Background: an optimization exercise with open tools, aiming at small area, a short achievable clock period and few clock cycles per item. Do not read the settings as production practice. In this exercise RTL edits were held to simulation tests only and were not proved equivalent to the original. No activity file was given, so power comes from the tool's default toggle rates.

## glemi_alu
module glemi_alu (
    input  wire        clk,
    input  wire        rst,
    input  wire        in_valid,
    output wire        in_ready,
    input  wire [5:0]  in_fn,
    input  wire [31:0] in_a,
    input  wire [31:0] in_b,
    input  wire [3:0]  in_flags,
    output reg         out_valid,
    output reg  [31:0] out_rd,
    output wire [31:0] out_rr,
    output reg         out_wr_rd,
    output reg         out_wr_rr,
    output wire [3:0]  out_flags,
    output reg         out_dz,
    output reg         out_illegal
);
    localparam FN_ADD   = 6'h00, FN_ADC   = 6'h01, FN_SUB   = 6'h02, FN_SBC  = 6'h03;
    localparam FN_CMP   = 6'h04, FN_NEG   = 6'h05, FN_AND   = 6'h06, FN_OR   = 6'h07;
    localparam FN_XOR   = 6'h08, FN_ANDN  = 6'h09, FN_NOT   = 6'h0A, FN_TST  = 6'h0B;
    localparam FN_MOV   = 6'h0C;
    localparam FN_LSL   = 6'h10, FN_LSR   = 6'h11, FN_ASR   = 6'h12, FN_ROR  = 6'h13;
    localparam FN_MUL   = 6'h18, FN_MULHS = 6'h19, FN_MULHU = 6'h1A;
    localparam FN_DIVS  = 6'h1C, FN_DIVU  = 6'h1D;
    localparam FN_SEXTB = 6'h20, FN_SEXTH = 6'h21, FN_ZEXTB = 6'h22, FN_ZEXTH = 6'h23;
    localparam FN_CLZ   = 6'h24;
    localparam S_EX   = 0,    
               S_MUL  = 1,    
               S_MALN = 2,    
               S_DNB  = 3,    
               S_DCLZ = 4,    
               S_DP2  = 5,    
               S_DIT  = 6,    
               S_DNR  = 7,    
               S_DNQ  = 8,    
               S_N    = 9;
    localparam R_ADD = 0, R_AND = 1, R_OR = 2, R_XOR = 3, R_ANDN = 4, R_NOT = 5,
               R_MOV = 6, R_SH = 7, R_SEXTB = 8, R_SEXTH = 9, R_ZEXTB = 10,
               R_ZEXTH = 11, R_CLZ = 12, R_DIV = 13, R_N = 14;
    reg        v1;                
    reg [5:0]  fn1;
  ...
For scale: ~4900 cells after synthesis, roughly 220 flip-flops, about 150 I/O pins, roughly 31000 sq um of cells after synthesis.
Settings: LEC_CHECK=0, ABC_AREA=1, CAP_MARGIN=20, CORE_MARGIN=2, CORE_UTILIZATION=45, SLEW_MARGIN=20; clock period 11.0 ns.
standard.sh (not shown) runs the stock make flow with config.mk's settings and CLKGATE_MAP_FILE= SYNTH_SCRIPT=/design/flow/synth_recipe.tcl, a recipe that flattens the netlist after the stock synthesis.
==> flow/flow/run.sh <==
#!/bin/bash
set -e
export BUFFER_PORTS_ARGS="-buffer_cell sky130_fd_sc_hd__buf_1"
export SETUP_SLACK_MARGIN=6.5
bash standard.sh > standard.log 2>&1
The baseline produced a clean layout.
Testbench counts at the start, summed over its fixed seeds: cycles 44,555, ops 24,000.
Then changed:
==> flow/flow/run.sh (replaced) <==
#!/bin/bash
set -e
export BUFFER_PORTS_ARGS="-buffer_cell sky130_fd_sc_hd__buf_1"
export SETUP_SLACK_MARGIN=7
bash standard.sh > standard.log 2>&1
CORE_UTILIZATION = 50   (was 45)
Worst setup slack improved by 0.10 ns.
Synthesized area does not change.
Worst hold slack is better by 0.0040 ns.
Wire length goes up by 1.9%.
Via count went up by 5.8%.

* * *

Starting RTL as in the previous note.
==> flow/config.mk <==
export PLATFORM = sky130hd
export DESIGN_NAME = glemi_alu
export DESIGN_NICKNAME = glemi_alu
export VERILOG_FILES = /design/flow/design.v
export SDC_FILE = /design/flow/constraint.sdc
export NUM_CORES = 4
export LEC_CHECK = 0
export ABC_AREA = 1
export CAP_MARGIN = 20
export CORE_MARGIN = 2
export CORE_UTILIZATION = 45
export SLEW_MARGIN = 20
==> flow/constraint.sdc <==
create_clock -name core_clock -period 11.0 [get_ports {clk}]
set_input_delay 2.2000 -clock core_clock [delete_from_list [all_inputs] [get_ports {clk}]]
set_output_delay 2.2000 -clock core_clock [all_outputs]
set_load 0.01 [all_outputs]
==> flow/flow/run.sh <==
#!/bin/bash
set -e
export BUFFER_PORTS_ARGS="-buffer_cell sky130_fd_sc_hd__buf_1"
export ADDER_MAP_FILE=
export SETUP_SLACK_MARGIN=6.75
bash standard.sh > standard.log 2>&1
The starting point passed the timing, design-rule and antenna checks.
Testbench counts at the start, summed over its fixed seeds: cycles 44,555, ops 24,000.
==> next run, changes <==
==> flow/flow/run.sh (replaced) <==
#!/bin/bash
set -e
export BUFFER_PORTS_ARGS="-buffer_cell sky130_fd_sc_hd__buf_1"
export ADDER_MAP_FILE=
export SETUP_SLACK_MARGIN=7
bash standard.sh > standard.log 2>&1
Hold slack gets worse by 0.014 ns; sequential share of layout area went down by 0.79 points; via count rose slightly; core utilization grows by 2.2 points; count of clock-buffer cells in the layout decreases by 2; clock power falls by roughly a tenth; final area is higher by a few percent; setup slack is worse by 0.041 ns; routed wire length is about the same.

* * *

glemi_alu again, from the RTL that the note above started with.
==> flow/config.mk <==
export PLATFORM = sky130hd
export DESIGN_NAME = glemi_alu
export DESIGN_NICKNAME = glemi_alu
export VERILOG_FILES = /design/flow/design.v
export SDC_FILE = /design/flow/constraint.sdc
export NUM_CORES = 4
export LEC_CHECK = 0
export ABC_AREA = 1
export CAP_MARGIN = 20
export CORE_MARGIN = 2
export CORE_UTILIZATION = 45
export SLEW_MARGIN = 20
==> flow/constraint.sdc <==
create_clock -name core_clock -period 11.0 [get_ports {clk}]
set_input_delay 2.2000 -clock core_clock [delete_from_list [all_inputs] [get_ports {clk}]]
set_output_delay 2.2000 -clock core_clock [all_outputs]
set_load 0.01 [all_outputs]
==> flow/flow/run.sh <==
#!/bin/bash
set -e
export BUFFER_PORTS_ARGS="-buffer_cell sky130_fd_sc_hd__buf_1"
export SETUP_SLACK_MARGIN=6.25
bash standard.sh > standard.log 2>&1
The starting point finished with timing, DRC and antenna clean.
Testbench counts at the start, summed over its fixed seeds: cycles 44,555, ops 24,000.
Edit:
==> flow/run.sh (new file) <==
#!/bin/bash
# synth_recipe.tcl (not shown) runs the flow's synth.tcl, then flattens the netlist and writes it again
# the make line also repeats each setting of config.mk as NAME=value (left out here)
make -C /OpenROAD-flow-scripts/flow DESIGN_CONFIG=/design/flow/config.mk WORK_HOME=/design/flow/orfs CLKGATE_MAP_FILE= SYNTH_SCRIPT=/design/flow/synth_recipe.tcl finish
--- a/flow/config.mk
+++ b/flow/config.mk
@@ -11 +11,2 @@
-export CORE_UTILIZATION = 45
+export CORE_UTILIZATION = 55
+export SETUP_SLACK_MARGIN = 5
removed: flow/flow/run.sh
removed: flow/standard.sh
After rerunning:
- combinational power drops by a few percent
- routed wire length decreases by a few percent
- count of clock-buffer cells in the layout is unchanged
- sequential share of layout area increases by 0.36 points

## what the ideal ports hide
Ports are ideal in the flow. The routed layouts listed here were re-timed in OpenROAD.
Step 1: set_driving_cell puts a clkbuf_16 on clk and a buf_2 on each other input, an assumption about the parent block.
Step 2, shift: input delay + t, output delay - t, t = (earliest + latest rising clock arrival at the registers) / 2. This alone moves slack from input paths to output paths.
Slacks: no drivers / after step 1 / after step 2; pairs: no drivers / after step 1.
run	t (ns)	setup WS [ns]	worst register clock-pin slew, ns
the first run of note 1	0.720	6.349 / 6.349 / 5.936	0.07 / 0.07
the second run of note 1	0.718	6.452 / 6.452 / 6.272	0.08 / 0.08
the first run of note 2	0.730	6.531 / 6.489 / 6.195	0.08 / 0.08
the second run of note 2	0.711	6.490 / 6.415 / 6.239	0.07 / 0.07
the first run of note 3	0.716	6.085 / 6.085 / 5.796	0.07 / 0.07
the second run of note 3	0.703	5.144 / 5.144 / 5.090	0.08 / 0.08
After both steps every run listed still meets setup and hold. For the first run of note 1, which loses most, drivers alone change the setup slack by 0.000 ns; drivers and shift together by -0.413 ns.
